From an optimization exercise on the open Yosys and OpenROAD flow, aimed at small area and a short achievable clock period; shortcuts taken in it are not production practice. No run shown here included a check of the RTL's function; only the layout flow was run. Power and IR drop assume default switching activity.

<file path="flow/design.v">
module ic_locate_net (
    input  wire [23:0]  synd,
    output wire [175:0] z
);
    wire y24 = synd[14] ^ synd[15];
    wire y25 = synd[6] ^ synd[7];
    wire y26 = synd[12] ^ synd[13];
    wire y27 = synd[4] ^ synd[5];
    wire y28 = synd[11] ^ synd[15];
    wire y29 = synd[0] ^ synd[6];
    wire y30 = synd[8] ^ synd[14];
    wire y31 = synd[2] ^ synd[3];
    wire y32 = synd[9] ^ synd[13];
    wire y33 = synd[1] ^ synd[5];
    wire y34 = synd[9] ^ synd[10];
    wire y35 = synd[11] ^ synd[12];
    wire y36 = synd[2] ^ y25;
    wire y37 = synd[3] ^ synd[7];
    wire y38 = synd[10] ^ y24;
    wire y39 = y27 ^ y29;
    wire y40 = synd[11] ^ y26;
    wire y41 = synd[3] ^ y27;
    wire y42 = y25 ^ y33;
    wire y43 = y24 ^ y32;
    wire y44 = y26 ^ y30;
    wire y45 = synd[1] ^ synd[7];
    wire y46 = synd[10] ^ y35;
    wire y47 = synd[4] ^ y31;
    wire y48 = synd[1] ^ synd[11];
    wire y49 = y31 ^ y45;
    wire y50 = y28 ^ y34;
    wire y51 = synd[7] ^ synd[11];
    wire y52 = synd[3] ^ synd[4];
    wire y53 = synd[10] ^ synd[19];
    wire y54 = synd[15] ^ synd[18];
    wire y55 = synd[1] ^ synd[2];
    wire y56 = synd[5] ^ synd[10];
    wire y57 = synd[19] ^ y24;
    wire y58 = y29 ^ y55;
    wire y59 = y30 ^ y34;
    wire y60 = synd[11] ^ synd[14];
    wire y61 = synd[12] ^ synd[20];
    wire y62 = synd[6] ^ synd[10];
    wire y63 = synd[0] ^ synd[7];
    wire y64 = synd[4] ^ synd[12];
    wire y65 = synd[10] ^ synd[18];
    wire y66 = synd[12] ^ synd[18];
    wire y67 = synd[5] ^ synd[11];
    wire y68 = synd[2] ^ synd[10];
    wire y69 = y25 ^ y52;
    wire y70 = synd[8] ^ y32;
    wire y71 = synd[9] ^ y35;
    wire y72 = synd[13] ^ y30;
    wire y73 = synd[19] ^ y26;
    wire y74 = synd[0] ^ y33;
    wire y75 = synd[7] ^ synd[9];
    wire y76 = synd[13] ^ synd[21];
    wire y77 = synd[15] ^ synd[23];
    wire y78 = synd[12] ^ synd[23];
    wire y79 = synd[4] ^ synd[8];
    wire y80 = synd[5] ^ synd[9];
    wire y81 = synd[0] ^ synd[9];
    wire y82 = synd[5] ^ synd[8];
    wire y83 = synd[5] ^ synd[15];
    wire y84 = synd[5] ^ synd[13];
    wire y85 = synd[3] ^ synd[11];
    wire y86 = synd[13] ^ synd[22];
    wire y87 = synd[12] ^ synd[22];
    wire y88 = synd[14] ^ synd[22];
    wire y89 = synd[6] ^ synd[8];
    wire y90 = synd[12] ^ synd[17];
    wire y91 = synd[4] ^ synd[9];
    wire y92 = synd[15] ^ synd[16];
    wire y93 = synd[11] ^ synd[19];
    wire y94 = synd[5] ^ synd[14];
    wire y95 = synd[4] ^ synd[14];
    wire y96 = synd[13] ^ synd[17];
    wire y97 = synd[13] ^ synd[16];
    wire y98 = synd[7] ^ synd[15];
    wire y99 = synd[8] ^ synd[17];
    wire y100 = synd[13] ^ synd[23];
    wire y101 = synd[7] ^ synd[8];
    wire y102 = synd[6] ^ synd[15];
    wire y103 = synd[8] ^ synd[15];
    wire y104 = synd[13] ^ synd[18];
    wire y105 = synd[6] ^ synd[9];
    wire y106 = synd[14] ^ synd[17];
    wire y107 = synd[14] ^ synd[23];
    wire y108 = synd[8] ^ synd[19];
    wire y109 = synd[14] ^ synd[16];
    wire y110 = synd[4] ^ synd[10];
    wire y111 = synd[15] ^ synd[17];
    wire y112 = synd[0] ^ synd[8];
    wire y113 = synd[6] ^ synd[14];
    wire y114 = synd[8] ^ synd[16];
    wire y115 = synd[4] ^ synd[15];
    wire y116 = synd[4] ^ synd[13];
    wire y117 = synd[12] ^ synd[16];
    wire y118 = synd[12] ^ synd[21];
    wire y119 = synd[8] ^ synd[10];
    wire y120 = synd[1] ^ synd[10];
    wire y121 = synd[1] ^ synd[9];
    wire y122 = synd[9] ^ synd[17];
    wire y123 = synd[9] ^ y37;
    wire y124 = synd[22] ^ y28;
    wire y125 = synd[2] ^ y51;
    wire y126 = y33 ^ y62;
    wire y127 = synd[4] ^ y62;
    wire y128 = y32 ^ y60;
    wire y129 = y29 ^ y31;
    wire y130 = synd[11] ^ y65;
    wire y131 = synd[14] ^ y66;
    wire y132 = synd[13] ^ y53;
    wire y133 = y61 ^ y103;
    wire y134 = synd[0] ^ y52;
    wire y135 = synd[15] ^ y37;
    wire y136 = y63 ^ y64;
    wire y137 = synd[15] ^ y53;
    wire y138 = y29 ^ y67;
    wire y139 = synd[8] ^ y37;
    wire y140 = synd[7] ^ y56;
    wire y141 = synd[6] ^ y67;
    wire y142 = synd[13] ^ y37;
    wire y143 = synd[21] ^ y28;
    wire y144 = y31 ^ y51;
    wire y145 = synd[17] ^ y28;
    wire y146 = synd[13] ^ y54;
    wire y147 = synd[14] ^ y37;
    wire y148 = synd[10] ^ y29;
    wire y149 = y63 ^ y68;
    wire y150 = synd[2] ^ y48;
    wire y151 = y28 ^ y53;
    wire y152 = synd[9] ^ y54;
    wire y153 = y26 ^ y54;
    wire y154 = synd[10] ^ y45;
    wire y155 = y37 ^ y56;
    wire y156 = y27 ^ y51;
    wire y157 = y25 ^ y48;
    wire y158 = synd[16] ^ y28;
    wire y159 = synd[18] ^ y30;
    wire y160 = synd[18] ^ y24;
    wire y161 = y28 ^ y104;
    wire y162 = synd[23] ^ y28;
    wire y163 = synd[12] ^ y37;
    wire y164 = synd[20] ^ y28;
    wire y165 = synd[22] ^ y40;
    wire y166 = synd[23] ^ y40;
    wire y167 = synd[8] ^ y39;
    wire y168 = synd[20] ^ y40;
    wire y169 = synd[22] ^ y44;
    wire y170 = synd[13] ^ y42;
    wire y171 = synd[21] ^ y70;
    wire y172 = synd[3] ^ y126;
    wire y173 = synd[9] ^ y39;
    wire y174 = synd[16] ^ y40;
    wire y175 = synd[17] ^ y44;
    wire y176 = synd[14] ^ y39;
    wire y177 = synd[20] ^ y43;
    wire y178 = synd[16] ^ y46;
    wire y179 = synd[14] ^ y36;
    wire y180 = y72 ^ y130;
    wire y181 = synd[13] ^ y39;
    wire y182 = synd[14] ^ y41;
    wire y183 = synd[14] ^ y49;
    wire y184 = synd[9] ^ y42;
    wire y185 = synd[17] ^ y40;
    wire y186 = y56 ^ y129;
    wire y187 = synd[9] ^ y57;
    wire y188 = y71 ^ y108;
    wire y189 = synd[21] ^ y38;
    wire y190 = synd[18] ^ y128;
    wire y191 = synd[13] ^ y58;
    wire y192 = y69 ^ y120;
    wire y193 = synd[16] ^ y38;
    wire y194 = synd[14] ^ y47;
    wire y195 = synd[12] ^ y49;
    wire y196 = synd[8] ^ y151;
    wire y197 = synd[15] ^ y42;
    wire y198 = synd[15] ^ y73;
    wire y199 = synd[13] ^ y36;
    wire y200 = synd[20] ^ y50;
    wire y201 = synd[16] ^ y44;
    wire y202 = synd[12] ^ y47;
    wire y203 = synd[20] ^ y59;
    wire y204 = y60 ^ y132;
    wire y205 = synd[15] ^ y49;
    wire y206 = synd[15] ^ y47;
    wire y207 = y34 ^ y57;
    wire y208 = synd[23] ^ y38;
    wire y209 = synd[19] ^ y72;
    wire y210 = synd[12] ^ y58;
    wire y211 = y27 ^ y149;
    wire y212 = y36 ^ y48;
    wire y213 = synd[23] ^ y44;
    wire y214 = y38 ^ y66;
    wire y215 = synd[21] ^ y46;
    wire y216 = synd[8] ^ y42;
    wire y217 = synd[15] ^ y41;
    wire y218 = synd[20] ^ y38;
    wire y219 = synd[14] ^ y42;
    wire y220 = synd[20] ^ y46;
    wire y221 = synd[12] ^ y39;
    wire y222 = synd[21] ^ y43;
    wire y223 = synd[20] ^ y70;
    wire y224 = synd[9] ^ y41;
    wire y225 = synd[8] ^ y41;
    wire y226 = synd[12] ^ y41;
    wire y227 = synd[15] ^ y36;
    wire y228 = synd[21] ^ y50;
    wire y229 = synd[22] ^ y43;
    wire y230 = synd[12] ^ y42;
    wire y231 = synd[9] ^ y36;
    wire y232 = synd[14] ^ y58;
    wire y233 = synd[12] ^ y74;
    wire y234 = synd[20] ^ y44;
    wire y235 = synd[15] ^ y39;
    wire y236 = y35 ^ y57;
    wire y237 = synd[11] ^ y69;
    wire y238 = y48 ^ y134;
    wire y239 = synd[12] ^ y36;
    wire y240 = y34 ^ y73;
    wire y241 = synd[8] ^ y47;
    wire y242 = y119 ^ y153;
    wire y243 = synd[13] ^ y41;
    wire y244 = synd[23] ^ y43;
    wire y245 = synd[23] ^ y46;
    wire y246 = synd[16] ^ y43;
    wire y247 = synd[22] ^ y50;
    wire y248 = synd[22] ^ y59;
    wire y249 = y36 ^ y110;
    wire y250 = y31 ^ y141;
    wire y251 = y71 ^ y160;
    wire y252 = synd[13] ^ y74;
    wire y253 = synd[22] ^ y38;
    wire y254 = synd[17] ^ y38;
    wire y255 = synd[8] ^ y36;
    wire y256 = synd[21] ^ y40;
    wire y257 = synd[13] ^ y47;
    wire y258 = synd[17] ^ y43;
    wire y259 = synd[13] ^ y49;
    wire y260 = y27 ^ y150;
    wire y261 = synd[0] ^ y144;
    wire y262 = synd[21] ^ y59;
    wire y263 = synd[21] ^ y44;
    wire y264 = synd[23] ^ y50;
    wire y265 = synd[22] ^ y46;
    assign z[0] = y112;
    assign z[1] = y121;
    assign z[2] = y68;
    assign z[3] = y85;
    assign z[4] = y64;
    assign z[5] = y84;
    assign z[6] = y113;
    assign z[7] = y98;
    assign z[8] = y114;
    assign z[9] = y122;
    assign z[10] = y65;
    assign z[11] = y93;
    assign z[12] = y61;
    assign z[13] = y76;
    assign z[14] = y88;
    assign z[15] = y77;
    assign z[16] = y101;
    assign z[17] = y81;
    assign z[18] = y154;
    assign z[19] = y125;
    assign z[20] = y163;
    assign z[21] = y116;
    assign z[22] = y94;
    assign z[23] = y102;
    assign z[24] = y92;
    assign z[25] = y99;
    assign z[26] = y152;
    assign z[27] = y137;
    assign z[28] = y164;
    assign z[29] = y118;
    assign z[30] = y86;
    assign z[31] = y107;
    assign z[32] = y89;
    assign z[33] = y75;
    assign z[34] = y148;
    assign z[35] = y157;
    assign z[36] = y239;
    assign z[37] = y142;
    assign z[38] = y95;
    assign z[39] = y83;
    assign z[40] = y109;
    assign z[41] = y111;
    assign z[42] = y159;
    assign z[43] = y187;
    assign z[44] = y218;
    assign z[45] = y143;
    assign z[46] = y87;
    assign z[47] = y100;
    assign z[48] = y82;
    assign z[49] = y105;
    assign z[50] = y140;
    assign z[51] = y138;
    assign z[52] = y230;
    assign z[53] = y199;
    assign z[54] = y147;
    assign z[55] = y115;
    assign z[56] = y97;
    assign z[57] = y106;
    assign z[58] = y146;
    assign z[59] = y209;
    assign z[60] = y177;
    assign z[61] = y189;
    assign z[62] = y124;
    assign z[63] = y78;
    assign z[64] = y79;
    assign z[65] = y80;
    assign z[66] = y127;
    assign z[67] = y156;
    assign z[68] = y221;
    assign z[69] = y170;
    assign z[70] = y179;
    assign z[71] = y135;
    assign z[72] = y117;
    assign z[73] = y96;
    assign z[74] = y131;
    assign z[75] = y198;
    assign z[76] = y234;
    assign z[77] = y222;
    assign z[78] = y253;
    assign z[79] = y162;
    assign z[80] = y139;
    assign z[81] = y91;
    assign z[82] = y155;
    assign z[83] = y237;
    assign z[84] = y226;
    assign z[85] = y181;
    assign z[86] = y219;
    assign z[87] = y227;
    assign z[88] = y158;
    assign z[89] = y90;
    assign z[90] = y161;
    assign z[91] = y236;
    assign z[92] = y168;
    assign z[93] = y263;
    assign z[94] = y229;
    assign z[95] = y208;
    assign z[96] = y255;
    assign z[97] = y123;
    assign z[98] = y249;
    assign z[99] = y250;
    assign z[100] = y202;
    assign z[101] = y243;
    assign z[102] = y176;
    assign z[103] = y197;
    assign z[104] = y193;
    assign z[105] = y145;
    assign z[106] = y214;
    assign z[107] = y204;
    assign z[108] = y220;
    assign z[109] = y256;
    assign z[110] = y169;
    assign z[111] = y244;
    assign z[112] = y216;
    assign z[113] = y231;
    assign z[114] = y172;
    assign z[115] = y260;
    assign z[116] = y195;
    assign z[117] = y257;
    assign z[118] = y182;
    assign z[119] = y235;
    assign z[120] = y246;
    assign z[121] = y254;
    assign z[122] = y190;
    assign z[123] = y240;
    assign z[124] = y200;
    assign z[125] = y215;
    assign z[126] = y165;
    assign z[127] = y213;
    assign z[128] = y167;
    assign z[129] = y184;
    assign z[130] = y211;
    assign z[131] = y238;
    assign z[132] = y210;
    assign z[133] = y259;
    assign z[134] = y194;
    assign z[135] = y217;
    assign z[136] = y201;
    assign z[137] = y258;
    assign z[138] = y242;
    assign z[139] = y188;
    assign z[140] = y203;
    assign z[141] = y228;
    assign z[142] = y265;
    assign z[143] = y166;
    assign z[144] = y225;
    assign z[145] = y173;
    assign z[146] = y192;
    assign z[147] = y261;
    assign z[148] = y233;
    assign z[149] = y191;
    assign z[150] = y183;
    assign z[151] = y206;
    assign z[152] = y174;
    assign z[153] = y175;
    assign z[154] = y251;
    assign z[155] = y196;
    assign z[156] = y223;
    assign z[157] = y262;
    assign z[158] = y247;
    assign z[159] = y245;
    assign z[160] = y241;
    assign z[161] = y224;
    assign z[162] = y186;
    assign z[163] = y212;
    assign z[164] = y136;
    assign z[165] = y252;
    assign z[166] = y232;
    assign z[167] = y205;
    assign z[168] = y178;
    assign z[169] = y185;
    assign z[170] = y180;
    assign z[171] = y207;
    assign z[172] = y133;
    assign z[173] = y171;
    assign z[174] = y248;
    assign z[175] = y264;
endmodule
module ic_encoder (
    input  wire [63:0] data,
    output wire [23:0] check
);
    wire e64 = data[40] ^ data[41];
    wire e65 = data[59] ^ data[43];
    wire e66 = data[51] ^ e64;
    wire e67 = data[61] ^ data[45];
    wire e68 = data[46] ^ data[19];
    wire e69 = data[38] ^ data[6];
    wire e70 = data[60] ^ data[17];
    wire e71 = data[54] ^ data[11];
    wire e72 = data[52] ^ e65;
    wire e73 = data[26] ^ data[16];
    wire e74 = data[55] ^ data[12];
    wire e75 = data[53] ^ data[44];
    wire e76 = data[35] ^ data[23];
    wire e77 = data[47] ^ data[39];
    wire e78 = data[58] ^ data[25];
    wire e79 = data[56] ^ data[62];
    wire e80 = data[36] ^ data[20];
    wire e81 = data[57] ^ data[24];
    wire e82 = data[42] ^ data[27];
    wire e83 = data[28] ^ e66;
    wire e84 = data[48] ^ data[5];
    wire e85 = data[49] ^ data[7];
    wire e86 = data[18] ^ e67;
    wire e87 = data[21] ^ e76;
    wire e88 = data[31] ^ data[13];
    wire e89 = data[50] ^ data[37];
    wire e90 = e71 ^ e75;
    wire e91 = data[33] ^ e77;
    wire e92 = data[32] ^ e68;
    wire e93 = data[14] ^ e70;
    wire e94 = data[8] ^ e69;
    wire e95 = e72 ^ e73;
    wire e96 = data[34] ^ data[4];
    wire e97 = data[29] ^ data[30];
    wire e98 = data[22] ^ e84;
    wire e99 = e79 ^ e80;
    wire e100 = data[63] ^ e74;
    wire e101 = e85 ^ e89;
    wire e102 = e78 ^ e82;
    wire e103 = data[2] ^ e92;
    wire e104 = data[9] ^ data[1];
    wire e105 = data[9] ^ data[3];
    wire e106 = data[56] ^ data[15];
    wire e107 = e81 ^ e88;
    wire e108 = data[37] ^ e96;
    wire e109 = data[10] ^ e90;
    wire e110 = data[54] ^ e86;
    wire e111 = e83 ^ e100;
    wire e112 = data[30] ^ e95;
    wire e113 = data[13] ^ data[0];
    wire e114 = data[26] ^ data[7];
    wire e115 = data[61] ^ data[62];
    wire e116 = data[58] ^ data[60];
    wire e117 = data[57] ^ data[46];
    wire e118 = data[52] ^ data[42];
    wire e119 = data[35] ^ data[10];
    wire e120 = data[36] ^ data[15];
    wire e121 = data[49] ^ e69;
    wire e122 = data[28] ^ e68;
    wire e123 = e80 ^ e104;
    wire e124 = data[5] ^ e106;
    wire e125 = data[6] ^ e97;
    wire e126 = e87 ^ e91;
    wire e127 = data[53] ^ e72;
    wire e128 = data[59] ^ e66;
    wire e129 = e93 ^ e102;
    wire e130 = e71 ^ e87;
    wire e131 = e81 ^ e98;
    wire e132 = e105 ^ e108;
    wire e133 = e70 ^ e90;
    wire e134 = e94 ^ e103;
    wire e135 = data[20] ^ data[1];
    wire e136 = data[41] ^ data[21];
    wire e137 = data[19] ^ data[5];
    wire e138 = data[17] ^ data[14];
    wire e139 = data[25] ^ data[11];
    wire e140 = data[31] ^ data[12];
    wire e141 = data[50] ^ data[55];
    wire e142 = data[49] ^ data[24];
    wire e143 = data[47] ^ data[33];
    wire e144 = data[38] ^ data[19];
    wire e145 = data[32] ^ data[27];
    wire e146 = data[50] ^ data[39];
    wire e147 = data[23] ^ data[0];
    wire e148 = data[21] ^ data[7];
    wire e149 = data[22] ^ e76;
    wire e150 = e74 ^ e113;
    wire e151 = data[40] ^ e77;
    wire e152 = data[18] ^ e78;
    wire e153 = e75 ^ e96;
    wire e154 = e67 ^ e137;
    wire e155 = data[29] ^ e82;
    wire e156 = data[44] ^ e118;
    wire e157 = data[31] ^ e89;
    wire e158 = e114 ^ e140;
    wire e159 = data[24] ^ e82;
    wire e160 = e88 ^ e117;
    wire e161 = data[8] ^ e81;
    wire e162 = data[34] ^ e85;
    wire e163 = e122 ^ e155;
    wire e164 = e65 ^ e99;
    wire e165 = e93 ^ e123;
    wire e166 = data[10] ^ e87;
    wire e167 = e91 ^ e142;
    wire e168 = e97 ^ e124;
    wire e169 = data[16] ^ e98;
    wire e170 = e101 ^ e151;
    wire e171 = e79 ^ e94;
    wire e172 = data[3] ^ e107;
    wire e173 = e121 ^ e160;
    wire e174 = data[43] ^ e125;
    wire e175 = e73 ^ e128;
    wire e176 = e99 ^ e169;
    wire e177 = data[63] ^ e126;
    wire e178 = e86 ^ e130;
    wire e179 = e115 ^ e131;
    wire e180 = e95 ^ e163;
    wire e181 = data[22] ^ data[6];
    wire e182 = data[55] ^ data[18];
    wire e183 = data[48] ^ data[3];
    wire e184 = data[0] ^ data[2];
    wire e185 = data[48] ^ data[9];
    wire e186 = data[43] ^ data[47];
    wire e187 = data[62] ^ data[4];
    wire e188 = data[38] ^ data[30];
    wire e189 = data[61] ^ data[14];
    wire e190 = data[63] ^ data[23];
    wire e191 = data[20] ^ data[13];
    wire e192 = data[52] ^ data[2];
    wire e193 = data[60] ^ data[44];
    wire e194 = data[48] ^ data[16];
    wire e195 = data[58] ^ data[34];
    wire e196 = data[46] ^ data[38];
    wire e197 = data[57] ^ data[20];
    wire e198 = data[51] ^ data[29];
    wire e199 = data[51] ^ data[45];
    wire e200 = data[25] ^ data[0];
    wire e201 = data[25] ^ data[14];
    wire e202 = data[12] ^ data[1];
    wire e203 = data[63] ^ data[28];
    wire e204 = data[39] ^ e120;
    wire e205 = data[21] ^ e183;
    wire e206 = data[45] ^ e74;
    wire e207 = e65 ^ e189;
    wire e208 = e138 ^ e139;
    wire e209 = e141 ^ e143;
    wire e210 = e119 ^ e136;
    wire e211 = e74 ^ e136;
    wire e212 = e141 ^ e200;
    wire e213 = e97 ^ e148;
    wire e214 = e116 ^ e143;
    wire e215 = data[42] ^ e139;
    wire e216 = e106 ^ e197;
    wire e217 = e135 ^ e184;
    wire e218 = e68 ^ e84;
    wire e219 = e138 ^ e195;
    wire e220 = e113 ^ e144;
    wire e221 = e119 ^ e188;
    wire e222 = e88 ^ e105;
    wire e223 = e84 ^ e114;
    wire e224 = e67 ^ e148;
    wire e225 = e79 ^ e201;
    wire e226 = e147 ^ e193;
    wire e227 = e85 ^ e120;
    wire e228 = e71 ^ e144;
    wire e229 = e78 ^ e202;
    wire e230 = e79 ^ e145;
    wire e231 = e186 ^ e191;
    wire e232 = e64 ^ e187;
    wire e233 = e146 ^ e185;
    wire e234 = e147 ^ e199;
    wire e235 = e118 ^ e190;
    wire e236 = e104 ^ e146;
    wire e237 = e73 ^ e117;
    wire e238 = e119 ^ e192;
    wire e239 = e120 ^ e182;
    wire e240 = e80 ^ e198;
    wire e241 = e116 ^ e135;
    wire e242 = data[36] ^ e69;
    wire e243 = e115 ^ e181;
    wire e244 = e152 ^ e194;
    wire e245 = e196 ^ e231;
    wire e246 = e94 ^ e215;
    wire e247 = e91 ^ e92;
    wire e248 = e157 ^ e213;
    wire e249 = e226 ^ e237;
    wire e250 = e86 ^ e102;
    wire e251 = e161 ^ e238;
    wire e252 = e64 ^ e101;
    wire e253 = e107 ^ e122;
    wire e254 = e75 ^ e158;
    wire e255 = e121 ^ e210;
    wire e256 = data[22] ^ e99;
    wire e257 = e101 ^ e150;
    wire e258 = e149 ^ e204;
    wire e259 = e116 ^ e239;
    wire e260 = e217 ^ e230;
    wire e261 = e145 ^ e228;
    wire e262 = e102 ^ e203;
    wire e263 = e74 ^ e221;
    wire e264 = e222 ^ e227;
    wire e265 = e93 ^ e157;
    wire e266 = e150 ^ e159;
    wire e267 = e77 ^ e156;
    wire e268 = e66 ^ e233;
    wire e269 = e125 ^ e149;
    wire e270 = e211 ^ e225;
    wire e271 = e206 ^ e232;
    wire e272 = e219 ^ e242;
    wire e273 = e91 ^ e220;
    wire e274 = e124 ^ e229;
    wire e275 = e107 ^ e162;
    wire e276 = e86 ^ e159;
    wire e277 = e72 ^ e216;
    wire e278 = e214 ^ e240;
    wire e279 = e78 ^ e234;
    wire e280 = e154 ^ e208;
    wire e281 = e84 ^ e212;
    wire e282 = e205 ^ e207;
    wire e283 = e93 ^ e152;
    wire e284 = e153 ^ e209;
    wire e285 = e101 ^ e235;
    wire e286 = e162 ^ e243;
    wire e287 = e70 ^ e108;
    wire e288 = e153 ^ e259;
    wire e289 = e265 ^ e271;
    wire e290 = e224 ^ e263;
    wire e291 = e262 ^ e269;
    wire e292 = e129 ^ e284;
    wire e293 = e133 ^ e218;
    wire e294 = e95 ^ e275;
    wire e295 = e94 ^ e110;
    wire e296 = e250 ^ e264;
    wire e297 = e129 ^ e251;
    wire e298 = e123 ^ e173;
    wire e299 = e83 ^ e246;
    wire e300 = e133 ^ e164;
    wire e301 = e165 ^ e266;
    wire e302 = e156 ^ e278;
    wire e303 = e83 ^ e158;
    wire e304 = e103 ^ e110;
    wire e305 = e168 ^ e245;
    wire e306 = e126 ^ e172;
    wire e307 = e128 ^ e257;
    wire e308 = e244 ^ e258;
    wire e309 = e110 ^ e253;
    wire e310 = e110 ^ e223;
    wire e311 = e248 ^ e249;
    wire e312 = e133 ^ e276;
    wire e313 = e127 ^ e281;
    wire e314 = e109 ^ e287;
    wire e315 = e252 ^ e274;
    wire e316 = e103 ^ e286;
    wire e317 = e168 ^ e236;
    wire e318 = e254 ^ e268;
    wire e319 = e167 ^ e282;
    wire e320 = e267 ^ e270;
    wire e321 = e165 ^ e285;
    wire e322 = e83 ^ e277;
    wire e323 = e167 ^ e279;
    wire e324 = e100 ^ e272;
    wire e325 = e154 ^ e170;
    wire e326 = e127 ^ e166;
    wire e327 = e260 ^ e280;
    wire e328 = e131 ^ e170;
    wire e329 = e261 ^ e283;
    wire e330 = e161 ^ e273;
    wire e331 = e109 ^ e241;
    wire e332 = e129 ^ e132;
    wire e333 = e127 ^ e132;
    wire e334 = e92 ^ e171;
    wire e335 = e83 ^ e130;
    wire e336 = e83 ^ e109;
    wire e337 = e172 ^ e256;
    wire e338 = e298 ^ e335;
    wire e339 = e173 ^ e176;
    wire e340 = e111 ^ e166;
    wire e341 = e112 ^ e315;
    wire e342 = e111 ^ e311;
    wire e343 = e308 ^ e334;
    wire e344 = e291 ^ e300;
    wire e345 = e310 ^ e332;
    wire e346 = e319 ^ e331;
    wire e347 = e178 ^ e302;
    wire e348 = e179 ^ e288;
    wire e349 = e176 ^ e333;
    wire e350 = e293 ^ e323;
    wire e351 = e178 ^ e324;
    wire e352 = e301 ^ e316;
    wire e353 = e134 ^ e175;
    wire e354 = e304 ^ e306;
    wire e355 = e296 ^ e336;
    wire e356 = e111 ^ e305;
    wire e357 = e179 ^ e329;
    wire e358 = e177 ^ e314;
    wire e359 = e175 ^ e321;
    wire e360 = e132 ^ e134;
    wire e361 = e109 ^ e180;
    wire e362 = e177 ^ e322;
    wire e363 = e294 ^ e317;
    wire e364 = e180 ^ e255;
    wire e365 = e112 ^ e171;
    wire e366 = e111 ^ e134;
    wire e367 = e112 ^ e327;
    wire e368 = e174 ^ e309;
    wire e369 = e297 ^ e318;
    wire e370 = e164 ^ e295;
    wire e371 = e247 ^ e290;
    wire e372 = e292 ^ e337;
    wire e373 = e174 ^ e369;
    wire e374 = e350 ^ e365;
    wire e375 = e346 ^ e366;
    wire e376 = e353 ^ e372;
    wire e377 = e348 ^ e364;
    wire e378 = e313 ^ e338;
    wire e379 = e325 ^ e344;
    wire e380 = e340 ^ e367;
    wire e381 = e349 ^ e371;
    wire e382 = e289 ^ e361;
    wire e383 = e307 ^ e343;
    wire e384 = e347 ^ e360;
    wire e385 = e341 ^ e354;
    wire e386 = e303 ^ e357;
    wire e387 = e326 ^ e352;
    wire e388 = e112 ^ e355;
    wire e389 = e299 ^ e363;
    wire e390 = e328 ^ e351;
    wire e391 = e312 ^ e356;
    wire e392 = e345 ^ e362;
    wire e393 = e339 ^ e358;
    wire e394 = e330 ^ e359;
    wire e395 = e342 ^ e370;
    wire e396 = e320 ^ e368;
    assign check[16] = e383;
    assign check[17] = e394;
    assign check[18] = e387;
    assign check[19] = e375;
    assign check[20] = e384;
    assign check[21] = e381;
    assign check[22] = e393;
    assign check[23] = e390;
    assign check[8] = e379;
    assign check[9] = e395;
    assign check[10] = e378;
    assign check[11] = e380;
    assign check[12] = e385;
    assign check[13] = e376;
    assign check[14] = e392;
    assign check[15] = e377;
    assign check[0] = e391;
    assign check[1] = e396;
    assign check[2] = e386;
    assign check[3] = e374;
    assign check[4] = e389;
    assign check[5] = e373;
    assign check[6] = e388;
    assign check[7] = e382;
endmodule
module ic_syndrome (
    input  wire [87:0] word,
    output wire [23:0] synd
);
    wire x88 = word[75] ^ word[54];
    wire x89 = word[82] ^ word[76];
    wire x90 = word[84] ^ word[36];
    wire x91 = word[68] ^ word[62];
    wire x92 = word[81] ^ word[60];
    wire x93 = word[72] ^ word[30];
    wire x94 = word[61] ^ word[55];
    wire x95 = word[69] ^ word[63];
    wire x96 = word[70] ^ word[23];
    wire x97 = word[80] ^ word[59];
    wire x98 = word[29] ^ word[22];
    wire x99 = word[47] ^ word[15];
    wire x100 = word[50] ^ word[43];
    wire x101 = word[67] ^ word[46];
    wire x102 = word[66] ^ word[31];
    wire x103 = word[73] ^ word[38];
    wire x104 = word[78] ^ word[37];
    wire x105 = word[74] ^ word[39];
    wire x106 = word[83] ^ word[71];
    wire x107 = x88 ^ x92;
    wire x108 = x89 ^ x94;
    wire x109 = word[58] ^ x93;
    wire x110 = word[51] ^ word[44];
    wire x111 = word[64] ^ word[52];
    wire x112 = word[48] ^ word[42];
    wire x113 = word[65] ^ word[53];
    wire x114 = word[57] ^ word[45];
    wire x115 = word[77] ^ x106;
    wire x116 = x97 ^ x103;
    wire x117 = x105 ^ x107;
    wire x118 = word[86] ^ word[79];
    wire x119 = word[32] ^ word[14];
    wire x120 = word[41] ^ word[35];
    wire x121 = word[27] ^ word[21];
    wire x122 = word[40] ^ word[28];
    wire x123 = word[26] ^ word[20];
    wire x124 = x98 ^ x100;
    wire x125 = word[85] ^ x104;
    wire x126 = word[34] ^ x122;
    wire x127 = x119 ^ x123;
    wire x128 = x91 ^ x95;
    wire x129 = word[33] ^ x121;
    wire x130 = x96 ^ x120;
    wire x131 = x90 ^ x112;
    wire x132 = x102 ^ x116;
    wire x133 = word[87] ^ x109;
    wire x134 = word[56] ^ word[49];
    wire x135 = x111 ^ x114;
    wire x136 = x99 ^ x113;
    wire x137 = x95 ^ x115;
    wire x138 = x110 ^ x125;
    wire x139 = x101 ^ x108;
    wire x140 = x126 ^ x128;
    wire x141 = x127 ^ x131;
    wire x142 = word[49] ^ word[25];
    wire x143 = word[77] ^ word[37];
    wire x144 = word[53] ^ word[47];
    wire x145 = word[68] ^ word[61];
    wire x146 = word[64] ^ word[0];
    wire x147 = word[51] ^ word[43];
    wire x148 = word[84] ^ word[1];
    wire x149 = word[52] ^ word[45];
    wire x150 = word[36] ^ word[24];
    wire x151 = word[80] ^ word[8];
    wire x152 = word[39] ^ word[31];
    wire x153 = word[73] ^ word[9];
    wire x154 = word[69] ^ word[21];
    wire x155 = word[82] ^ word[34];
    wire x156 = word[87] ^ word[7];
    wire x157 = word[83] ^ word[35];
    wire x158 = word[74] ^ word[50];
    wire x159 = word[29] ^ word[13];
    wire x160 = word[78] ^ word[54];
    wire x161 = word[86] ^ word[46];
    wire x162 = word[58] ^ word[18];
    wire x163 = word[44] ^ word[4];
    wire x164 = word[30] ^ word[6];
    wire x165 = word[11] ^ word[15];
    wire x166 = word[59] ^ word[3];
    wire x167 = word[56] ^ word[16];
    wire x168 = word[57] ^ word[17];
    wire x169 = word[81] ^ word[75];
    wire x170 = word[71] ^ word[23];
    wire x171 = x118 ^ x145;
    wire x172 = x88 ^ x99;
    wire x173 = word[22] ^ x161;
    wire x174 = word[19] ^ x113;
    wire x175 = x100 ^ x134;
    wire x176 = word[10] ^ x158;
    wire x177 = word[65] ^ x96;
    wire x178 = x101 ^ x149;
    wire x179 = x110 ^ x124;
    wire x180 = x129 ^ x130;
    wire x181 = x108 ^ x172;
    wire x182 = word[67] ^ x129;
    wire x183 = word[2] ^ x135;
    wire x184 = x124 ^ x181;
    wire x185 = word[66] ^ x180;
    wire x186 = x117 ^ x171;
    wire x187 = x133 ^ x179;
    wire x188 = x111 ^ x139;
    wire x189 = x102 ^ x141;
    wire x190 = x132 ^ x178;
    wire x191 = x138 ^ x148;
    wire x192 = x117 ^ x140;
    wire x193 = word[27] ^ word[20];
    wire x194 = word[81] ^ word[1];
    wire x195 = word[48] ^ word[32];
    wire x196 = word[51] ^ word[5];
    wire x197 = word[79] ^ word[55];
    wire x198 = word[40] ^ word[5];
    wire x199 = word[18] ^ word[4];
    wire x200 = word[47] ^ word[30];
    wire x201 = word[13] ^ word[6];
    wire x202 = word[70] ^ word[57];
    wire x203 = word[76] ^ word[55];
    wire x204 = word[69] ^ word[9];
    wire x205 = word[26] ^ word[12];
    wire x206 = word[60] ^ word[12];
    wire x207 = word[72] ^ word[17];
    wire x208 = word[78] ^ word[36];
    wire x209 = word[37] ^ word[3];
    wire x210 = word[19] ^ word[11];
    wire x211 = word[61] ^ word[45];
    wire x212 = word[68] ^ word[28];
    wire x213 = word[82] ^ word[10];
    wire x214 = word[85] ^ word[16];
    wire x215 = word[72] ^ word[40];
    wire x216 = word[62] ^ word[38];
    wire x217 = word[42] ^ word[2];
    wire x218 = word[70] ^ word[14];
    wire x219 = word[62] ^ word[8];
    wire x220 = word[52] ^ word[20];
    wire x221 = word[85] ^ word[53];
    wire x222 = word[64] ^ word[23];
    wire x223 = word[79] ^ word[0];
    wire x224 = word[60] ^ word[29];
    wire x225 = word[65] ^ word[41];
    wire x226 = word[73] ^ word[12];
    wire x227 = word[32] ^ word[25];
    wire x228 = word[43] ^ word[31];
    wire x229 = word[66] ^ word[26];
    wire x230 = word[75] ^ word[27];
    wire x231 = word[42] ^ word[14];
    wire x232 = word[44] ^ word[38];
    wire x233 = word[83] ^ word[77];
    wire x234 = word[70] ^ word[15];
    wire x235 = word[74] ^ word[7];
    wire x236 = word[48] ^ word[41];
    wire x237 = x90 ^ x206;
    wire x238 = x99 ^ x156;
    wire x239 = x162 ^ x226;
    wire x240 = x101 ^ x213;
    wire x241 = x144 ^ x193;
    wire x242 = x92 ^ x105;
    wire x243 = word[33] ^ x205;
    wire x244 = x154 ^ x231;
    wire x245 = x194 ^ x225;
    wire x246 = word[80] ^ x98;
    wire x247 = x114 ^ x118;
    wire x248 = word[63] ^ x90;
    wire x249 = x150 ^ x164;
    wire x250 = x150 ^ x209;
    wire x251 = x114 ^ x196;
    wire x252 = x143 ^ x211;
    wire x253 = x89 ^ x200;
    wire x254 = x97 ^ x104;
    wire x255 = x168 ^ x222;
    wire x256 = x157 ^ x210;
    wire x257 = x159 ^ x235;
    wire x258 = x163 ^ x220;
    wire x259 = x208 ^ x214;
    wire x260 = x104 ^ x147;
    wire x261 = x93 ^ x232;
    wire x262 = word[28] ^ x134;
    wire x263 = x162 ^ x217;
    wire x264 = x143 ^ x165;
    wire x265 = x146 ^ x151;
    wire x266 = word[33] ^ x142;
    wire x267 = x199 ^ x227;
    wire x268 = word[24] ^ x215;
    wire x269 = x164 ^ x216;
    wire x270 = x106 ^ x118;
    wire x271 = x167 ^ x169;
    wire x272 = word[67] ^ x166;
    wire x273 = word[5] ^ x159;
    wire x274 = x94 ^ x163;
    wire x275 = x155 ^ x236;
    wire x276 = word[76] ^ x212;
    wire x277 = x154 ^ x221;
    wire x278 = x91 ^ x157;
    wire x279 = x166 ^ x224;
    wire x280 = x153 ^ x160;
    wire x281 = x160 ^ x218;
    wire x282 = x146 ^ x202;
    wire x283 = x89 ^ x207;
    wire x284 = x155 ^ x229;
    wire x285 = x98 ^ x169;
    wire x286 = x91 ^ x204;
    wire x287 = x153 ^ x168;
    wire x288 = word[63] ^ x152;
    wire x289 = x90 ^ x233;
    wire x290 = x152 ^ x234;
    wire x291 = x147 ^ x230;
    wire x292 = x91 ^ x228;
    wire x293 = word[49] ^ x151;
    wire x294 = x203 ^ x219;
    wire x295 = x170 ^ x197;
    wire x296 = x170 ^ x198;
    wire x297 = x144 ^ x156;
    wire x298 = x167 ^ x195;
    wire x299 = x245 ^ x266;
    wire x300 = x177 ^ x267;
    wire x301 = x239 ^ x249;
    wire x302 = x174 ^ x243;
    wire x303 = x238 ^ x295;
    wire x304 = x177 ^ x294;
    wire x305 = x131 ^ x174;
    wire x306 = x244 ^ x262;
    wire x307 = x112 ^ x130;
    wire x308 = x173 ^ x260;
    wire x309 = x269 ^ x281;
    wire x310 = x176 ^ x263;
    wire x311 = x103 ^ x175;
    wire x312 = x136 ^ x250;
    wire x313 = x115 ^ x253;
    wire x314 = x130 ^ x254;
    wire x315 = x125 ^ x175;
    wire x316 = x282 ^ x289;
    wire x317 = x127 ^ x136;
    wire x318 = x116 ^ x274;
    wire x319 = word[22] ^ x271;
    wire x320 = x259 ^ x286;
    wire x321 = x223 ^ x261;
    wire x322 = x165 ^ x283;
    wire x323 = x115 ^ x136;
    wire x324 = x278 ^ x297;
    wire x325 = x109 ^ x296;
    wire x326 = x246 ^ x251;
    wire x327 = x247 ^ x290;
    wire x328 = x268 ^ x298;
    wire x329 = x256 ^ x291;
    wire x330 = x126 ^ x285;
    wire x331 = x201 ^ x241;
    wire x332 = x248 ^ x264;
    wire x333 = x257 ^ x292;
    wire x334 = x273 ^ x277;
    wire x335 = x237 ^ x258;
    wire x336 = x279 ^ x280;
    wire x337 = x240 ^ x255;
    wire x338 = x182 ^ x327;
    wire x339 = x176 ^ x182;
    wire x340 = x284 ^ x310;
    wire x341 = x109 ^ x304;
    wire x342 = x142 ^ x305;
    wire x343 = x275 ^ x331;
    wire x344 = x242 ^ x325;
    wire x345 = x293 ^ x308;
    wire x346 = x132 ^ x332;
    wire x347 = x312 ^ x337;
    wire x348 = x313 ^ x314;
    wire x349 = x137 ^ x307;
    wire x350 = x128 ^ x316;
    wire x351 = x132 ^ x183;
    wire x352 = x288 ^ x303;
    wire x353 = x317 ^ x319;
    wire x354 = x276 ^ x335;
    wire x355 = x315 ^ x321;
    wire x356 = x140 ^ x318;
    wire x357 = x141 ^ x323;
    wire x358 = x287 ^ x299;
    wire x359 = x173 ^ x309;
    wire x360 = x265 ^ x328;
    wire x361 = x138 ^ x302;
    wire x362 = x107 ^ x137;
    wire x363 = x322 ^ x326;
    wire x364 = x272 ^ x329;
    wire x365 = x133 ^ x336;
    wire x366 = x117 ^ x139;
    wire x367 = x135 ^ x300;
    wire x368 = x108 ^ x311;
    wire x369 = x301 ^ x330;
    wire x370 = x306 ^ x324;
    wire x371 = x270 ^ x320;
    wire x372 = x252 ^ x334;
    wire x373 = x133 ^ x183;
    wire x374 = x333 ^ x348;
    wire x375 = x190 ^ x343;
    wire x376 = x357 ^ x365;
    wire x377 = x192 ^ x363;
    wire x378 = x137 ^ x341;
    wire x379 = x191 ^ x338;
    wire x380 = x186 ^ x347;
    wire x381 = x189 ^ x192;
    wire x382 = x346 ^ x367;
    wire x383 = x355 ^ x362;
    wire x384 = x339 ^ x356;
    wire x385 = x184 ^ x350;
    wire x386 = x366 ^ x370;
    wire x387 = x184 ^ x371;
    wire x388 = x188 ^ x369;
    wire x389 = x190 ^ x361;
    wire x390 = x345 ^ x373;
    wire x391 = x185 ^ x188;
    wire x392 = x353 ^ x384;
    wire x393 = x381 ^ x390;
    wire x394 = x368 ^ x379;
    wire x395 = x351 ^ x387;
    wire x396 = x185 ^ x377;
    wire x397 = x376 ^ x391;
    wire x398 = x189 ^ x383;
    wire x399 = x342 ^ x374;
    wire x400 = x344 ^ x389;
    wire x401 = x187 ^ x382;
    wire x402 = x191 ^ x378;
    wire x403 = x349 ^ x388;
    wire x404 = x186 ^ x375;
    wire x405 = x187 ^ x380;
    assign synd[0] = x360;
    assign synd[1] = x358;
    assign synd[2] = x340;
    assign synd[3] = x364;
    assign synd[4] = x354;
    assign synd[5] = x372;
    assign synd[6] = x359;
    assign synd[7] = x352;
    assign synd[8] = x385;
    assign synd[9] = x402;
    assign synd[10] = x395;
    assign synd[11] = x405;
    assign synd[12] = x401;
    assign synd[13] = x400;
    assign synd[14] = x404;
    assign synd[15] = x386;
    assign synd[16] = x398;
    assign synd[17] = x394;
    assign synd[18] = x393;
    assign synd[19] = x397;
    assign synd[20] = x392;
    assign synd[21] = x396;
    assign synd[22] = x403;
    assign synd[23] = x399;
endmodule
module ic_locate (
    input  wire [23:0] synd,      
    output wire [10:0] fit        
);
    wire [175:0] z;
    ic_locate_net u_net (.synd(synd), .z(z));
    genvar s;
    generate
        for (s = 0; s < 11; s = s + 1) begin : g_sym
            assign fit[s] = ~|z[16*(10-s) +: 16];
        end
    endgenerate
endmodule
module ic_decoder (
    input  wire [87:0] word,
    input  wire [7:0]  s0,        
    input  wire [10:0] fit,
    output wire [87:0] fixed,     
    output wire        ce,        
    output wire        ue,        
    output wire [3:0]  sym        
);
    wire nz0 = |s0;
    genvar s;
    generate
        for (s = 0; s < 11; s = s + 1) begin : g_sym
            assign fixed[87-8*s -: 8] = word[87-8*s -: 8] ^ ({8{fit[s]}} & s0);
        end
    endgenerate
    assign ce     = nz0 & (|fit);
    assign sym[0] = nz0 & (fit[1] | fit[3] | fit[5] | fit[7] | fit[9]);
    assign sym[1] = nz0 & (fit[2] | fit[3] | fit[6] | fit[7] | fit[10]);
    assign sym[2] = nz0 & (fit[4] | fit[5] | fit[6] | fit[7]);
    assign sym[3] = nz0 & (fit[8] | fit[9] | fit[10]);
    assign ue     = (nz0 | ~fit[10]) & ~ce;
endmodule
module ic_line_codec (
    input  wire         clk,
    input  wire         rst,             
    input  wire         rd_valid,
    input  wire [351:0] rd_line,         
    output reg          rd_out_valid,
    output reg  [351:0] rd_out_line,     
    output reg  [3:0]   rd_out_ce,
    output reg  [3:0]   rd_out_ue,
    output reg  [15:0]  rd_out_sym,      
    input  wire         wr_valid,
    input  wire [255:0] wr_data,         
    output reg          wr_out_valid,
    output reg  [95:0]  wr_out_check     
);
    wire [95:0]  synd;
    wire [43:0]  fit;
    wire [351:0] fixed;
    wire [3:0]   ce;
    wire [3:0]   ue;
    wire [15:0]  sym;
    wire [95:0]  check;
    reg         rd_v_q;
    reg [351:0] rd_line_q;
    reg [95:0]  synd_q;
    genvar l;
    generate
        for (l = 0; l < 4; l = l + 1) begin : g_lane
            ic_syndrome u_syn (
                .word (rd_line[88*l +: 88]),
                .synd (synd[24*l +: 24])
            );
            ic_locate u_loc (
                .synd (synd_q[24*l +: 24]),
                .fit  (fit[11*l +: 11])
            );
            ic_decoder u_dec (
                .word  (rd_line_q[88*l +: 88]),
                .s0    (synd_q[24*l +: 8]),
                .fit   (fit[11*l +: 11]),
                .fixed (fixed[88*l +: 88]),
                .ce    (ce[l]),
                .ue    (ue[l]),
                .sym   (sym[4*l +: 4])
            );
            ic_encoder u_enc (
                .data  (wr_data[64*l +: 64]),
                .check (check[24*l +: 24])
            );
        end
    endgenerate
    always @(posedge clk) begin
        if (rst) begin
            rd_v_q       <= 1'b0;
            rd_out_valid <= 1'b0;
            wr_out_valid <= 1'b0;
        end else begin
            rd_v_q       <= rd_valid;
            rd_out_valid <= rd_v_q;
            wr_out_valid <= wr_valid;
        end
        rd_line_q    <= rd_line;
        synd_q       <= synd;
        rd_out_line  <= fixed;
        rd_out_ce    <= ce;
        rd_out_ue    <= ue;
        rd_out_sym   <= sym;
        wr_out_check <= check;
    end
endmodule
</file>
<file path="flow/flow/run.sh">
#!/bin/bash
# The standard layout, with every input and output port buffered by a plain
# buffer cell instead of the one buffer_ports picks by default.
set -euo pipefail
export BUFFER_PORTS_ARGS="-buffer_cell sky130_fd_sc_hd__buf_2"
bash standard.sh > standard.log 2>&1
</file>
<file path="flow/standard.sh">
#!/bin/bash
# synth_recipe.tcl (not shown) runs the flow's synth.tcl, then flattens the netlist and writes it again
# the make line also repeats each setting of config.mk as NAME=value (left out here)
make -C /OpenROAD-flow-scripts/flow DESIGN_CONFIG=/design/flow/config.mk WORK_HOME=/design/flow/orfs CLKGATE_MAP_FILE= SYNTH_SCRIPT=/design/flow/synth_recipe.tcl "${@:-finish}"
</file>
<file path="flow/config.mk">
export PLATFORM = sky130hd
export DESIGN_NAME = ic_line_codec
export DESIGN_NICKNAME = ic_line_codec
export VERILOG_FILES = /design/flow/design.v
export SDC_FILE = /design/flow/constraint.sdc
export NUM_CORES = 4
export LEC_CHECK = 0
export CAP_MARGIN = 20
export CORE_MARGIN = 2
export CORE_UTILIZATION = 55
export SETUP_SLACK_MARGIN = 3.3
export SLEW_MARGIN = 20
</file>
<file path="flow/constraint.sdc">
create_clock -name core_clock -period 6.0 [get_ports {clk}]
set_input_delay 1.2000 -clock core_clock [delete_from_list [all_inputs] [get_ports {clk}]]
set_output_delay 1.2000 -clock core_clock [all_outputs]
set_load 0.01 [all_outputs]
</file>
==> qor.txt, run 1 <==
DRT
------------------------------------------------------------------------------------
Detailed-route via count                                                       50727
Count of antenna-violating nets left after detailed routing                        0
Post-route DRC                                                                     0
DRT iter0 DRCs                                                                  6794
First-pass iteration count of the detailed router                                  9
Post-detailed-routing wire length                                       274000 microns
Via-per-instance ratio                                                          5.78
WL/cell                                                                 31.2 microns

FLOORPLAN
------------------------------------------------------------------------------------
Row Count                                                                        119
Die Footprint                                                           109000 sq um
Initial core utilization                                                       0.557
Core region area                                                        106000 sq um
Die W                                                                    331 microns
Chip height                                                              331 microns
Number of top-level pins                                                        1086

LOGIC SYNTHESIS
------------------------------------------------------------------------------------
Netlist area before placement                                            58700 sq um
Avg Cell Area, Syn                                                        9.74 sq um
Synthesized net count                                                           6658
Number of warnings printed during yosys synthesis                                  1
Top FF cell, synth                                                           dfxtp_1
Number of library cell types mapped by synthesis                                  76
Number of instances in the synthesized netlist                                  6034
Sequential fraction of the synthesis area                                      0.315
EDFF count, synth                                                                  0
Count of state elements after synthesis                                          923
Async set-or-reset flop fraction in the synthesized netlist                        0

FINAL LAYOUT
------------------------------------------------------------------------------------
Commonest non-fill, non-tap cell in the layout                               xnor2_1
Commonest cells after routing, fill and taps aside                      xnor2_1 (2692), buf_2 (1085), dfxtp_1 (810), xor2_1 (656), nand2_1 (342)
Number of nets in the final layout                                              7861
Synth-to-layout area growth                                                    27.4%
Fin util                                                                       0.709
Share of final-layout standard cells stronger than drive strength 1            0.285

GRT
------------------------------------------------------------------------------------
Total gr overflow                                                                  0
Busiest metal layer after global routing                                        met2
Met2 track utilization from global routing                                     0.684
M1 GR Usage                                                                    0.582
Antenna violations before repair                                                 127
Global routing usage summed across all routing layers                          0.469
Wire length of the first global-routing pass                            360000 microns
Largest net degree at the start of global routing                                 37
Met3 layer usage reported by global route                                      0.165
Number of global-route vias before repair                                      47952

PLACE
------------------------------------------------------------------------------------
Number of port buffers                                                          1085
Placer congestion estimate                                                      1.15
Detailed-placement wirelength estimate                                  213000 microns

POWER
------------------------------------------------------------------------------------
Power Density                                                            635 nW/um^2
Max VDD drop                                                                0.390 mV
Leakage                                                                      29.0 nW
Post-layout power                                                            47.6 mW

STA
------------------------------------------------------------------------------------
Final TNS setup                                                                 0 ns
Final setup vio count                                                              0
Time the final worst path needs with I/O delays and setup                    2.89 ns
Final hold violations                                                              0
Pins over their slew limit                                                         0
Final clock period utilization by the worst path                               0.481
Peak Freq                                                                  0.346 GHz
Worst slew margin relative to its limit                                        0.354
Setup repair after global routing missed its margin                              yes
Worst-Margin Slew                                                           0.967 ns
Final setup skew                                                           0.0556 ns

CTS
------------------------------------------------------------------------------------
Root cell of the clock tree                                                clkbuf_16
Skew-Pair Late Insertion Delay                                               0.75 ns
Deepest level of the CTS H-tree                                                    3
Worst-path clk slew                                                          0.06 ns
# clock sinks                                                                    923
CTS tree                                                                         yes
CTS Buf Count                                                                     94
Number of buffers inserted for hold repair after clock tree synthesis              0
Worst-case clock buffer depth                                                      3

HOLD PATH
------------------------------------------------------------------------------------
Path class of the lowest-slack min-delay path                           flop to flop
Launch point of the worst hold path                                     rd_line_q[133]
Hold worst-path end                                                     rd_out_line[133]
Hold-critical path depth                                                           1

CRITICAL PATH
------------------------------------------------------------------------------------
Reg-to-reg slack, setup                                                      3.11 ns
Startpoint-to-endpoint class of the critical path                       flop to flop
Required time of the critical path                                           6.62 ns
Worst reg2reg path endpoint                                             rd_out_ue[0]
Critical path capture point type                                                flop
Largest fanout of any net on the critical path                                     6
Number of cells on the worst reg-to-reg path                                       9
Data arrival time of the critical path                                       3.51 ns
Reg-to-reg critical path startpoint                                        synd_q[8]
Nature of the critical path startpoint                                          flop

RUN STATUS
------------------------------------------------------------------------------------
Result of the run                                                       complete, no violations

RUN
------------------------------------------------------------------------------------
Max-capacitance violation count                                                    0

[through the flow]
stage | hold slack (ns) | instances | setup WS, ns | instance area, sq um
after floorplan | 0.404 | 6034 | 3.01 | 60000
after global placement | 0.407 | 8296 | 2.22 | 66200
after detailed placement | 0.419 | 8296 | 2.16 | 66200
after CTS | 0.402 | 8589 | 3.15 | 72100
after global routing | 0.415 | 8764 | 3.11 | 74800
final | 0.397 | 8783 | 3.11 | 74900
[power breakdown]
group          internal (mW)  total, mW  switching, mW
sequential              7.38       9.47           2.09
clock                   3.47       6.23           2.76
combinational           14.3       31.9           17.5
[final cells by class]
class                   instances  area (sq um)
diodes                         86           215
multi-input cells            4790         42000
well taps                    1391          1740
fillers                      7772         30700
clock buffers                 116          2590
repair buffers               1388          8750
flip-flops and latches        923         18700
clock inverters                49           683
inverters                      40           175
[synthesized netlist by cell type, drive strengths merged (10+ instances only)]
| cell | n | area share |
|---|---|---|
| nand4 | 20 | 0.0021 |
| and2 | 16 | 0.0017 |
| xnor2 | 2821 | 0.42 |
| xnor3 | 34 | 0.013 |
| or2 | 11 | 0.0012 |
| xor3 | 10 | 0.0040 |
| o21ai | 31 | 0.0026 |
| inv | 40 | 0.0026 |
| dfxtp | 923 | 0.31 |
| nand2 | 410 | 0.026 |
| nand2b | 11 | 0.0012 |
| nand3 | 74 | 0.0063 |
| a211oi | 15 | 0.0020 |
| buf | 165 | 0.014 |
| a21oi | 34 | 0.0029 |
| o2111ai | 10 | 0.0015 |
| or3 | 45 | 0.0048 |
| or4 | 10 | 0.0015 |
| nor4 | 44 | 0.0065 |
| o211ai | 15 | 0.0019 |
| nor2b | 10 | 0.0011 |
| nor3 | 119 | 0.011 |
| xor2 | 725 | 0.11 |
| nor2 | 66 | 0.0042 |
| o22ai | 32 | 0.0034 |
| clkbuf | 119 | 0.0076 |
| mux2i | 26 | 0.0044 |
| a31oi | 12 | 0.0013 |
| ha | 12 | 0.0026 |
| and3 | 88 | 0.0094 |
[worst max-delay path, cell delays in order, from the launching register on]
cell,delay [ns]
dfxtp_4,0.36
buf_12,0.12
xnor3_2,0.44
xor2_1,0.17
or4_4,0.55
a2111oi_4,0.32
buf_6,0.16
o211a_4,0.32
nor3b_2,0.09
a31o_2,0.21
[kinds of logic after synthesis]
family                   Yosys count  share of synthesized area
AO/OA/AOI/OAI                    197                     0.0233
multiplexers                      27                    0.00481
adder cells (fa/ha/maj)           12                    0.00256
AND/OR/NAND/NOR                  961                     0.0820
XOR/XNOR                        3590                      0.549
buffers and inverters            324                     0.0240
flip-flops                       923                      0.315
[state kept, by name (all words and copies together) (netlist names), 4 cells and up]
register / flops
wr_out_check: 96
rd_line_q: 352
rd_out_ue: 4
synd_q: 96
rd_out_sym: 16
rd_out_line: 352
rd_out_ce: 4
[how the worst max path moves through the flow]
stage | start | to | slack [ns]
6_report | synd_q[8] | rd_out_ue[0] | 3.11
5_1_grt | synd_q[54] | rd_out_ue[2] | 3.11
3_5_place_dp | synd_q[30] | rd_out_ue[1] | 2.16
3_3_place_gp | synd_q[86] | rd_out_ue[3] | 2.22
2_1_floorplan | synd_q[53] | rd_out_ue[2] | 3.01
4_1_cts | synd_q[14] | rd_out_ue[0] | 3.15
[metal layers]
| layer | wire length, microns | share of wire | up-vias |
|---|---|---|---|
| li1 | - | - | 21428 |
| met1 | 98200 | 0.36 | 24287 |
| met2 | 115000 | 0.42 | 3914 |
| met3 | 38200 | 0.14 | 1074 |
| met4 | 22600 | 0.082 | 24 |
| met5 | 166 | 0.00061 | - |
[timing repair]
action                                 4_1_cts  5_1_grt
endpoints found under the hold margin        0        0
pin swaps                                   75      123
setup buffers                              122       99
gates resized for setup                    316      307
gates cloned                                 6        9
setup endpoints to repair                  383      263
==> run 2, diff against run 1 <==
--- a/flow/flow/run.sh
+++ b/flow/flow/run.sh
@@ -4,3 +4,3 @@
 set -euo pipefail
-export BUFFER_PORTS_ARGS="-buffer_cell sky130_fd_sc_hd__buf_2"
+export BUFFER_PORTS_ARGS="-buffer_cell sky130_fd_sc_hd__buf_1"
 bash standard.sh > standard.log 2>&1
--- a/flow/config.mk
+++ b/flow/config.mk
@@ -10,3 +10,3 @@
 export CORE_UTILIZATION = 55
-export SETUP_SLACK_MARGIN = 3.3
+export SETUP_SLACK_MARGIN = 3.4
 export SLEW_MARGIN = 20
==> run 2 against run 1 <==
  * Sequential share of layout area decreased by 0.83 points
  * Synthesized area unchanged
  * Still clean
  * Sequential power is 3.1% lower
  * Non-clock buffer count is 140 higher
  * Hold slack better by 0.0055 ns
  * Global-route usage shrank 2.9 points
  * Highest routed layer unchanged
  * Combinational power rose by 6.6%
  * Setup slack got worse by 0.014 ns
  * Critical endpoint unchanged
  * Clock skew decreased by 0.023 ns
==> qor.txt, run 2 <==
RUN STATUS
------------------------------------------------------------------------------------
Result of the run                                                       complete, no violations

HOLD PATH
------------------------------------------------------------------------------------
Hold-critical path depth                                                           1   unchanged
Path class of the lowest-slack min-delay path                           flop to flop
Hold worst-path end                                                     rd_out_line[141]
Launch point of the worst hold path                                     rd_line_q[141]

FLOORPLAN
------------------------------------------------------------------------------------
Die Footprint                                                           109000 sq um   unchanged
Chip height                                                              331 microns   unchanged
Core region area                                                        106000 sq um   unchanged
Number of top-level pins                                                        1086   unchanged
Initial core utilization                                                       0.557   unchanged
Die W                                                                    331 microns   unchanged
Row Count                                                                        119   unchanged

STA
------------------------------------------------------------------------------------
Peak Freq                                                                  0.345 GHz   -0.48%
Final setup vio count                                                              0   unchanged
WHS                                                                         0.403 ns   +0.00550 ns
Pins over their slew limit                                                         0   unchanged
Worst-Margin Slew                                                            1.01 ns   +0.0459 ns
Final TNS setup                                                                 0 ns   unchanged
Worst slew margin relative to its limit                                        0.320   -0.0346
Setup repair after global routing missed its margin                              yes
Time the final worst path needs with I/O delays and setup                    2.90 ns   +0.0138 ns
Final hold violations                                                              0   unchanged
Final setup skew                                                           0.0329 ns   -0.0227 ns
Final clock period utilization by the worst path                               0.484   +0.00230

CTS
------------------------------------------------------------------------------------
CTS Buf Count                                                                     96   +2.1%
Number of buffers inserted for hold repair after clock tree synthesis              0   unchanged
# clock sinks                                                                    923   unchanged
Worst-path clk slew                                                          0.06 ns   about the same
Root cell of the clock tree                                                clkbuf_16
Worst-case clock buffer depth                                                      3   unchanged
Skew-Pair Late Insertion Delay                                               0.71 ns   -0.04 ns
CTS tree                                                                         yes
Deepest level of the CTS H-tree                                                    3   unchanged

FINAL LAYOUT
------------------------------------------------------------------------------------
Share of final-layout standard cells stronger than drive strength 1            0.199   -0.0864
Commonest non-fill, non-tap cell in the layout                               xnor2_1
Synth-to-layout area growth                                                    32.0%
Number of nets in the final layout                                              8003   +1.8%
Commonest cells after routing, fill and taps aside                      xnor2_1 (2559), buf_1 (1043), dfxtp_1 (809), xor2_1 (619), buf_4 (266)
Largest registers                                                       rd_line_q (352), rd_out_line (352)
Final Instance Area                                                      77600 sq um   +3.6%
Fillers                                                                         7721   -0.66%

LOGIC SYNTHESIS
------------------------------------------------------------------------------------
Number of library cell types mapped by synthesis                                  76   unchanged
Area share of the largest cell type after synthesis                            0.418   unchanged
Synthesized net count                                                           6658   unchanged
Number of warnings printed during yosys synthesis                                  1   unchanged
Number of instances in the synthesized netlist                                  6034   unchanged
Async set-or-reset flop fraction in the synthesized netlist                        0   unchanged
Share of the synthesized netlist area taken by xor and xnor gates              0.549   unchanged
EDFF count, synth                                                                  0   unchanged
Top FF cell, synth                                                           dfxtp_1
Post-synthesis mux area share                                                0.00481   unchanged
Library cell occupying the most area in the post-synthesis netlist           xnor2_1
Most frequent cells after synthesis                                     xnor2_1 (2806), dfxtp_1 (923), xor2_1 (722)
Share of the synthesized area in compound gates (AO/OA/AOI/OAI)               0.0233   unchanged
Library cell with the highest instance count after synthesis                 xnor2_1
Count of state elements after synthesis                                          923   unchanged
Dominant combinational cell family by area after synthesis              XOR/XNOR gates
Adder and majority gate portion of the synthesized area                      0.00256   unchanged
Simple-gate area share of the yosys netlist                                   0.0820   unchanged
Sequential fraction of the synthesis area                                      0.315   unchanged
Avg Cell Area, Syn                                                        9.74 sq um   unchanged
Biggest area contributors in the synthesized netlist                    xnor2_1 (42%), dfxtp_1 (31%), xor2_1 (11%)
Netlist area before placement                                            58700 sq um   unchanged

CRITICAL PATH
------------------------------------------------------------------------------------
Startpoint-to-endpoint class of the critical path                       flop to flop
Worst path buffer plus inverter count                                              4   +2
Reg-to-reg slack, setup                                                      3.10 ns   about the same
Worst path most repeated cell                                                 buf_12
Reg-to-reg critical path startpoint                                        synd_q[6]
Required time of the critical path                                           6.58 ns   -0.04 ns
Number of cells on the worst reg-to-reg path                                      12   +3
Cell type of the slowest stage on the worst timing path                       xor3_2
Longest individual stage delay on the worst path                             0.47 ns   -0.08 ns
Critical path capture point type                                                flop
Top cell family by delay on the critical path                           simple AND/OR/NAND/NOR gates
Data arrival time of the critical path                                       3.48 ns   -0.03 ns
Nature of the critical path startpoint                                          flop
Critical Path, Cell by Cell                                             buf_12, inv_6, ha_4, xor3_2, or2_4, o221ai_2, o21ai_2, nor4_4, buf_6, buf_12, nor3_2, a31o_2
Largest fanout of any net on the critical path                                     6   unchanged
Worst reg2reg path endpoint                                             rd_out_ue[0]

DRT
------------------------------------------------------------------------------------
First-pass iteration count of the detailed router                                  6   -3
Post-detailed-routing wire length                                       258000 microns   -6.1%
WL/cell                                                                 29.0 microns   -7.0%
Post-route DRC                                                                     0   unchanged
Via-per-instance ratio                                                          5.70   -1.3%
Count of antenna-violating nets left after detailed routing                        0   unchanged
Detailed-route via count                                                       50574   -0.30%
DRT iter0 DRCs                                                                  5819   -14%

POWER
------------------------------------------------------------------------------------
Max VDD drop                                                                0.382 mV   -2.0%
Post-layout power                                                            49.4 mW   +3.8%
Power Density                                                            637 nW/um^2   +0.20%
Leakage                                                                      28.6 nW   -1.4%

GRT
------------------------------------------------------------------------------------
Global routing usage summed across all routing layers                          0.439   -0.0294
Total gr overflow                                                                  0   unchanged
Number of global-route vias before repair                                      48107   +0.32%
Wire length of the first global-routing pass                            344000 microns   -4.5%
Largest net degree at the start of global routing                                 30   -19%
Antenna violations before repair                                                  44   -65%

PLACE
------------------------------------------------------------------------------------
Detailed-placement wirelength estimate                                  194000 microns   -9.1%
Placer congestion estimate                                                      1.08   -6.3%
Number of port buffers                                                          1085   unchanged
Placed inst area                                                         65400 sq um   -1.2%

RUN
------------------------------------------------------------------------------------
Max-capacitance violation count                                                    0   unchanged

[run 2: cell counts after synthesis]
Identical to the previous run, type by type.
[run 2: cells by family (layout without fill, tap and decap cells)]
group | Yosys count | count (layout)
AO/OA/AOI/OAI | 197 | 198
XOR/XNOR | 3590 | 3590
flip-flops | 923 | 923
adder cells (fa/ha/maj) | 12 | 12
buffers and inverters | 324 | 1744
AND/OR/NAND/NOR | 961 | 963
other | 0 | 27
multiplexers | 27 | 27
[run 2: worst max path at each step]
| stage | startpoint | endpoint | slack (ns) | cells after the start |
|---|---|---|---|---|
| final | synd_q[6] | rd_out_ue[0] | 3.10 | 12 |
| after global routing | synd_q[6] | rd_out_ue[0] | 3.03 | 12 |
| after CTS | synd_q[14] | rd_out_ue[0] | 3.21 | 9 |
| after detailed placement | synd_q[27] | rd_out_ue[1] | 2.10 | 9 |
| after global placement | synd_q[27] | rd_out_line[147] | 2.03 | 9 |
| after floorplan | synd_q[53] | rd_out_ue[2] | 3.01 | 12 |
[run 2: through the flow]
stage | std cells | util | setup WS [ns]
2_1_floorplan | 6034 | - | 3.01
3_3_place_gp | 8300 | 0.620 | 2.03
3_5_place_dp | 8300 | 0.620 | 2.10
4_1_cts | 8679 | 0.692 | 3.21
5_1_grt | 8869 | 0.735 | 3.03
6_report | 8875 | 0.735 | 3.10
[run 2: where the power goes]
| part | leakage (nW) | switching [mW] | internal, mW | total [mW] |
|---|---|---|---|---|
| combinational | 19.2 | 18.1 | 15.8 | 34.0 |
| clock | 1.60 | 2.70 | 3.53 | 6.23 |
| sequential | 7.80 | 1.79 | 7.39 | 9.18 |
| total | 28.6 | 22.6 | 26.7 | 49.4 |
[run 2: timing repair]
item                       in CTS  in global routing
gates resized for setup       509                570
setup buffers                 188                160
cloned                         15                  9
pin swaps                     126                213
setup endpoints to repair     419                362
[run 2: routing by layer]
layer  vias up  part of all wire  track usage
met1     24301              0.36        0.551
li1      21665                 -            -
met4        22             0.077        0.265
met3       987              0.12        0.115
met2      3599              0.44        0.677
met5         -            0.0010            0
[run 2: final cells by class]
type	instances	area, sq um	share of cell area
Multi-Input combinational cell	4790	44400	0.572
Sequential cell	923	18800	0.242
Timing Repair Buffer	1528	9140	0.118
Clock buffer	128	2720	0.0350
Tap cell	1391	1740	0.0224
Clock inverter	48	572	0.00737
Inverter	40	189	0.00244
Antenna cell	27	67.6	0.000871

## re-timing with driven ports
In the flow no input, the clock included, has a driving cell. The finished layouts below were timed again as built, in two steps. Step 1: set_driving_cell puts a clkbuf_16 on clk and a buf_2 on each other input, an assumption about the parent block. Step 2 moves the port delays by t, midway between the first and last clock arrival at a register: inputs arrive t later, outputs are due t later. That takes back most of the time a late clock gives input paths. Three values: no drivers, after step 1, after step 2; two values: the first two.
run | shift t [ns] | setup WS [ns] | worst hold slack (ns) | latest minus earliest clock arrival (ns) | slew at the worst register clock pin (ns)
run 1 | 0.803 | 3.113 / 3.113 / 2.482 | 0.397 / 0.397 / 0.397 | 0.066 / 0.066 | 0.07 / 0.07
run 2 | 0.772 | 3.099 / 3.099 / 2.580 | 0.403 / 0.403 / 0.403 | 0.043 / 0.043 | 0.08 / 0.08
After both steps setup and hold are still met in every run listed. For run 1, which loses most, drivers alone change the setup slack by 0.000 ns; drivers and shift together by -0.631 ns.
